This design comes from an exercise in tuning for small area, a short achievable clock period and few clock cycles per item on the open sky130 flow, not from production work. In this exercise RTL edits were held to simulation tests only and were not proved equivalent to the original.

## old
==> flow/design.v (excerpt) <==
module casub_flit_enc (
    input  wire        clk,
    input  wire        rst,         
    input  wire        in_valid,
    output wire        in_ready,
    input  wire [63:0] in_data,
    output wire        out_valid,
    input  wire        out_ready,
    output wire [63:0] out_data,
    output wire        out_last
);
For scale: ~4100 cells after synthesis, roughly 140 I/O pins, roughly 0.027 mm2 of cells after synthesis.
clock: 10.0 ns
lec_check: 0
cap_margin: 20
core_margin: 2
core_utilization: 40
place_density: 0.6
slew_margin: 20
standard.sh (not shown) runs the stock make flow with config.mk's settings and CLKGATE_MAP_FILE= SYNTH_SCRIPT=/design/flow/synth_recipe.tcl, a recipe that flattens the netlist after the stock synthesis.
==> flow/flow/run.sh <==
#!/bin/bash
# The standard layout, except:
#  - synthesis is ORFS's synthesis script unchanged but with the ABC mapping
#    script replaced by flow/abc_map.script (area-oriented mapping that keeps
#    the XOR networks of the RTL); registers are mapped by the same dfflibmap
#    pass, so names and cell types match the standard synthesis;
set -euo pipefail
MARGIN=6.4
cp -r "$FLOW_HOME/scripts" myscripts
cp flow/abc_map.script myscripts/abc_speed.script
cp flow/abc_map.script myscripts/abc_area.script
bash standard.sh SCRIPTS_DIR="$PWD/myscripts" synth > flow_synth.log 2>&1
bash standard.sh SETUP_SLACK_MARGIN=$MARGIN finish > flow_standard.log 2>&1
==> flow/flow/abc_map.script <==
strash
dch -f
amap
Testbench counts of old, summed over its fixed seeds: cycles 12,296, flits 384.
[inputs] new vs old
==> flow/flow/run.sh <==
#!/bin/bash
set -euo pipefail
bash standard.sh SETUP_SLACK_MARGIN=6.8 finish > flow_standard.log 2>&1
removed: flow/flow/abc_map.script
[summary]
As far as sequential cell count of the final layout goes, old and new are indistinguishable; the numbers are identical. out_q[51]$_DFFE_PN_ as the capture point of the critical path was reported by new, and out_q[20]$_DFFE_PN_ by old. Run comparison: old largest family of logic cells by synthesized area compound AO/OA/AOI/OAI gates; new largest family of logic cells by synthesized area XOR/XNOR gates. Compared with old, new improves final worst-path setup slack. Across both runs, clock-buffer cell count was higher for new than for old. new reports its most common cell after layout, fill and taps aside as sky130_fd_sc_hd__xnor2_1 while old reports sky130_fd_sc_hd__nor2_1.

* * *

Another version of the RTL of casub_flit_enc (not shown whole).
Size: roughly 2800 cells after synthesis, ~27000 µm² of cells after synthesis.
## casub_flit_enc
module casub_flit_enc (
    input  wire        clk,
    input  wire        rst,         
    input  wire        in_valid,
    output wire        in_ready,
    input  wire [63:0] in_data,
    output wire        out_valid,
    input  wire        out_ready,
    output wire [63:0] out_data,
    output wire        out_last
);
    reg  [4:0]  beat;       
    reg         dp;         
    reg         rdy;        
    reg         out_v, out_l;
    reg  [63:0] out_q;
    reg         sk_v;
    reg  [63:0] sk_q;
    reg         fr, fd;     
    reg  [63:0] crc, rem0, rem1;
    assign in_ready  = rdy;
    assign out_valid = out_v;
    assign out_data  = out_q;
    assign out_last  = out_l;
    wire [63:0] cu = crc ^ out_q;
    wire [63:0] crc_n;
    wire cx64 = cu[0] ^ cu[63];
    wire cx65 = cu[4] ^ cu[24];
    wire cx66 = cu[12] ^ cu[17];
    wire cx67 = cu[9] ^ cu[16];
    wire cx68 = cu[11] ^ cu[18];
    wire cx69 = cu[19] ^ cu[54];
    wire cx70 = cu[37] ^ cu[42];
    wire cx71 = cu[20] ^ cu[55];
    wire cx72 = cu[5] ^ cu[59];
    wire cx73 = cu[36] ^ cu[41];
    wire cx74 = cu[7] ^ cu[21];
    wire cx75 = cu[2] ^ cu[22];
    wire cx76 = cu[29] ^ cu[43];
    wire cx77 = cu[3] ^ cu[23];
    wire cx78 = cu[31] ^ cu[45];
  ...
clock: 10.0 ns
lec_check: 0
cap_margin: 20
core_margin: 2
core_utilization: 40
place_density: 0.6
slew_margin: 20
==> flow/flow/run.sh <==
#!/bin/bash
# The standard layout, except:
#  - synthesis is ORFS's synthesis script unchanged, but ABC maps with
#    flow/abc_map.script (area-oriented mapping with no up-sizing; the timing
#    repair later sizes the critical paths) and the 3-input XOR/XNOR cells are
#    added to DONT_USE_CELLS for this step. Registers are mapped by the same
#    dfflibmap pass, so their names and cell types match the standard synthesis.
set -euo pipefail
DU="sky130_fd_sc_hd__probe_p_8 sky130_fd_sc_hd__probec_p_8 sky130_fd_sc_hd__lpflow_bleeder_1 sky130_fd_sc_hd__lpflow_clkbufkapwr_1 sky130_fd_sc_hd__lpflow_clkbufkapwr_16 sky130_fd_sc_hd__lpflow_clkbufkapwr_2 sky130_fd_sc_hd__lpflow_clkbufkapwr_4 sky130_fd_sc_hd__lpflow_clkbufkapwr_8 sky130_fd_sc_hd__lpflow_clkinvkapwr_1 sky130_fd_sc_hd__lpflow_clkinvkapwr_16 sky130_fd_sc_hd__lpflow_clkinvkapwr_2 sky130_fd_sc_hd__lpflow_clkinvkapwr_4 sky130_fd_sc_hd__lpflow_clkinvkapwr_8 sky130_fd_sc_hd__lpflow_decapkapwr_12 sky130_fd_sc_hd__lpflow_decapkapwr_3 sky130_fd_sc_hd__lpflow_decapkapwr_4 sky130_fd_sc_hd__lpflow_decapkapwr_6 sky130_fd_sc_hd__lpflow_decapkapwr_8 sky130_fd_sc_hd__lpflow_inputiso0n_1 sky130_fd_sc_hd__lpflow_inputiso0p_1 sky130_fd_sc_hd__lpflow_inputiso1n_1 sky130_fd_sc_hd__lpflow_inputiso1p_1 sky130_fd_sc_hd__lpflow_inputisolatch_1 sky130_fd_sc_hd__lpflow_isobufsrc_1 sky130_fd_sc_hd__lpflow_isobufsrc_16 sky130_fd_sc_hd__lpflow_isobufsrc_2 sky130_fd_sc_hd__lpflow_isobufsrc_4 sky130_fd_sc_hd__lpflow_isobufsrc_8 sky130_fd_sc_hd__lpflow_isobufsrckapwr_16 sky130_fd_sc_hd__lpflow_lsbuf_lh_hl_isowell_tap_1 sky130_fd_sc_hd__lpflow_lsbuf_lh_hl_isowell_tap_2 sky130_fd_sc_hd__lpflow_lsbuf_lh_hl_isowell_tap_4 sky130_fd_sc_hd__lpflow_lsbuf_lh_isowell_4 sky130_fd_sc_hd__lpflow_lsbuf_lh_isowell_tap_1 sky130_fd_sc_hd__lpflow_lsbuf_lh_isowell_tap_2 sky130_fd_sc_hd__lpflow_lsbuf_lh_isowell_tap_4  sky130_fd_sc_hd__xor3_1 sky130_fd_sc_hd__xor3_2 sky130_fd_sc_hd__xor3_4 sky130_fd_sc_hd__xnor3_1 sky130_fd_sc_hd__xnor3_2 sky130_fd_sc_hd__xnor3_4"
cp -r "$FLOW_HOME/scripts" myscripts
cp flow/abc_map.script myscripts/abc_speed.script
bash standard.sh SCRIPTS_DIR="$PWD/myscripts" "DONT_USE_CELLS=$DU" synth > flow_synth.log 2>&1
bash standard.sh SETUP_SLACK_MARGIN=6.6 'BUFFER_PORTS_ARGS=-buffer_cell sky130_fd_sc_hd__buf_1' CTS_CLUSTER_SIZE=22 CTS_CLUSTER_DIAMETER=100 PLACE_DENSITY=0.5 finish > flow_standard.log 2>&1
==> flow/flow/abc_map.script <==
&get -n
&st
&dch
&nf
&put
The first run finished clean.
Testbench counts at the start, summed over its fixed seeds: cycles 12,296, flits 384.
Change:
--- a/flow/flow/run.sh
+++ b/flow/flow/run.sh
@@ -13 +13 @@
-bash standard.sh SETUP_SLACK_MARGIN=6.6 'BUFFER_PORTS_ARGS=-buffer_cell sky130_fd_sc_hd__buf_1' CTS_CLUSTER_SIZE=22 CTS_CLUSTER_DIAMETER=100 PLACE_DENSITY=0.5 finish > flow_standard.log 2>&1
+bash standard.sh SETUP_SLACK_MARGIN=6.6 'BUFFER_PORTS_ARGS=-buffer_cell sky130_fd_sc_hd__buf_1' CTS_CLUSTER_SIZE=22 CTS_CLUSTER_DIAMETER=100 finish > flow_standard.log 2>&1
Result:
- worst setup slack is worse by 0.079 ns
- synthesized area is unchanged
- global-route usage goes down by 4.0 points
- design area goes down by 1.9%
- sequential cell count is unchanged
- die area is unchanged
- wire length goes down by about 12%
- hold slack stays flat
- utilization goes down by 0.93 points
- maximum frequency goes down by about 2.3%
Change:
--- a/flow/flow/run.sh
+++ b/flow/flow/run.sh
@@ -13 +13 @@
-bash standard.sh SETUP_SLACK_MARGIN=6.6 'BUFFER_PORTS_ARGS=-buffer_cell sky130_fd_sc_hd__buf_1' CTS_CLUSTER_SIZE=22 CTS_CLUSTER_DIAMETER=100 finish > flow_standard.log 2>&1
+bash standard.sh SETUP_SLACK_MARGIN=6.6 'BUFFER_PORTS_ARGS=-buffer_cell sky130_fd_sc_hd__buf_1' CTS_CLUSTER_SIZE=22 CTS_CLUSTER_DIAMETER=100 RECOVER_POWER=100 finish > flow_standard.log 2>&1
Outcome:
- The new run produced a layout that fails on max-capacitance violations, max-slew violations
- via count hardly moves
- maximum frequency drops by 45%
- die area is unchanged
- routed wire length barely changes
- non-clock buffer count stays the same
- worst setup slack degrades by 2.9 ns
- worst hold slack barely changes
- cell count is unchanged
- design area drops by about 1.6%
Change:
--- a/flow/flow/run.sh
+++ b/flow/flow/run.sh
@@ -13 +13 @@
-bash standard.sh SETUP_SLACK_MARGIN=6.6 'BUFFER_PORTS_ARGS=-buffer_cell sky130_fd_sc_hd__buf_1' CTS_CLUSTER_SIZE=22 CTS_CLUSTER_DIAMETER=100 RECOVER_POWER=100 finish > flow_standard.log 2>&1
+bash standard.sh SETUP_SLACK_MARGIN=6.6 'BUFFER_PORTS_ARGS=-buffer_cell sky130_fd_sc_hd__buf_1' CAP_MARGIN=5 SLEW_MARGIN=5 finish > flow_standard.log 2>&1
The new run passed the timing, DRC and antenna checks.
Flip-flop and latch count is unchanged.
Design area rose by a few percent.
Core utilization is higher by 1.7 points.
Change:
==> flow/flow/run.sh (replaced) <==
#!/bin/bash
set -euo pipefail
bash standard.sh SETUP_SLACK_MARGIN=6.4 'BUFFER_PORTS_ARGS=-buffer_cell sky130_fd_sc_hd__buf_1' finish > flow_standard.log 2>&1
removed: flow/flow/abc_map.script
Effect: The changed run passed the timing, DRC and antenna checks; synthesized cell count fell by about 2.2%; count of clock-buffer cells in the layout fell by 1; global-route usage rose by 0.96 points; setup slack degrades by 0.16 ns.
Change:
==> flow/flow/run.sh (replaced) <==
#!/bin/bash
# The standard layout, except:
#  - synthesis is ORFS's synthesis script unchanged, but ABC maps with
#    flow/abc_map.script (area-oriented mapping with no up-sizing; the timing
#    repair later sizes the critical paths) and the 3-input XOR/XNOR cells are
#    added to DONT_USE_CELLS for this step. Registers are mapped by the same
#    dfflibmap pass, so their names and cell types match the standard synthesis.
set -euo pipefail
DU="sky130_fd_sc_hd__probe_p_8 sky130_fd_sc_hd__probec_p_8 sky130_fd_sc_hd__lpflow_bleeder_1 sky130_fd_sc_hd__lpflow_clkbufkapwr_1 sky130_fd_sc_hd__lpflow_clkbufkapwr_16 sky130_fd_sc_hd__lpflow_clkbufkapwr_2 sky130_fd_sc_hd__lpflow_clkbufkapwr_4 sky130_fd_sc_hd__lpflow_clkbufkapwr_8 sky130_fd_sc_hd__lpflow_clkinvkapwr_1 sky130_fd_sc_hd__lpflow_clkinvkapwr_16 sky130_fd_sc_hd__lpflow_clkinvkapwr_2 sky130_fd_sc_hd__lpflow_clkinvkapwr_4 sky130_fd_sc_hd__lpflow_clkinvkapwr_8 sky130_fd_sc_hd__lpflow_decapkapwr_12 sky130_fd_sc_hd__lpflow_decapkapwr_3 sky130_fd_sc_hd__lpflow_decapkapwr_4 sky130_fd_sc_hd__lpflow_decapkapwr_6 sky130_fd_sc_hd__lpflow_decapkapwr_8 sky130_fd_sc_hd__lpflow_inputiso0n_1 sky130_fd_sc_hd__lpflow_inputiso0p_1 sky130_fd_sc_hd__lpflow_inputiso1n_1 sky130_fd_sc_hd__lpflow_inputiso1p_1 sky130_fd_sc_hd__lpflow_inputisolatch_1 sky130_fd_sc_hd__lpflow_isobufsrc_1 sky130_fd_sc_hd__lpflow_isobufsrc_16 sky130_fd_sc_hd__lpflow_isobufsrc_2 sky130_fd_sc_hd__lpflow_isobufsrc_4 sky130_fd_sc_hd__lpflow_isobufsrc_8 sky130_fd_sc_hd__lpflow_isobufsrckapwr_16 sky130_fd_sc_hd__lpflow_lsbuf_lh_hl_isowell_tap_1 sky130_fd_sc_hd__lpflow_lsbuf_lh_hl_isowell_tap_2 sky130_fd_sc_hd__lpflow_lsbuf_lh_hl_isowell_tap_4 sky130_fd_sc_hd__lpflow_lsbuf_lh_isowell_4 sky130_fd_sc_hd__lpflow_lsbuf_lh_isowell_tap_1 sky130_fd_sc_hd__lpflow_lsbuf_lh_isowell_tap_2 sky130_fd_sc_hd__lpflow_lsbuf_lh_isowell_tap_4  sky130_fd_sc_hd__xor3_1 sky130_fd_sc_hd__xor3_2 sky130_fd_sc_hd__xor3_4 sky130_fd_sc_hd__xnor3_1 sky130_fd_sc_hd__xnor3_2 sky130_fd_sc_hd__xnor3_4"
cp -r "$FLOW_HOME/scripts" myscripts
cp flow/abc_map.script myscripts/abc_speed.script
bash standard.sh SCRIPTS_DIR="$PWD/myscripts" "DONT_USE_CELLS=$DU" synth > flow_synth.log 2>&1
bash standard.sh SETUP_SLACK_MARGIN=6.6 'BUFFER_PORTS_ARGS=-buffer_cell sky130_fd_sc_hd__buf_1' CTS_CLUSTER_SIZE=22 CTS_CLUSTER_DIAMETER=100 PLACE_DENSITY=0.7 finish > flow_standard.log 2>&1
==> flow/flow/abc_map.script (new file) <==
&get -n
&st
&dch
&nf
&put
- via count shrinks slightly
- non-clock buffer count is higher by 69
- count of clock-buffer cells in the layout shrinks by 25
- hold slack barely changes
- worst setup slack gets better by 0.21 ns
- design area falls by roughly a tenth
- wire length shrinks by roughly a tenth

## afterwards: timing with drivers on the ports
In the flow no input, the clock included, has a driving cell. The finished layouts below were timed again as built, in two steps.
Step 1 sets driving cells, clkbuf_16 on the clock port and buf_2 on the other inputs (assumed; they add their load-dependent delay and slew).
Step 2, shift: input delay + t, output delay - t, t = (earliest + latest rising clock arrival at the registers) / 2. This alone moves slack from input paths to output paths.
Slacks: ideal / step 1 / step 2; pairs: ideal / step 1.
run | shift t [ns] | setup WS [ns] | clock arrival spread, ns
old | 0.696 | 6.038 / 6.038 / 5.750 | 0.061 / 0.060
new | 0.635 | 6.644 / 6.578 / 6.238 | 0.024 / 0.024
the first run of note 2 | 0.640 | 6.578 / 6.525 / 6.085 | 0.045 / 0.044
the second run of note 2 | 0.610 | 6.499 / 6.499 / 6.160 | 0.028 / 0.028
the third run of note 2 | 0.613 | 3.628 / 3.669 / 3.057 | 0.025 / 0.025
the fourth run of note 2 | 0.619 | 6.482 / 6.482 / 6.142 | 0.033 / 0.033
the fifth run of note 2 | 0.623 | 6.327 / 6.327 / 5.979 | 0.021 / 0.022
the sixth run of note 2 | 0.602 | 6.535 / 6.535 / 6.136 | 0.018 / 0.018
For the third run of note 2, which loses most, drivers alone change the setup slack by +0.041 ns; drivers and shift together by -0.571 ns.
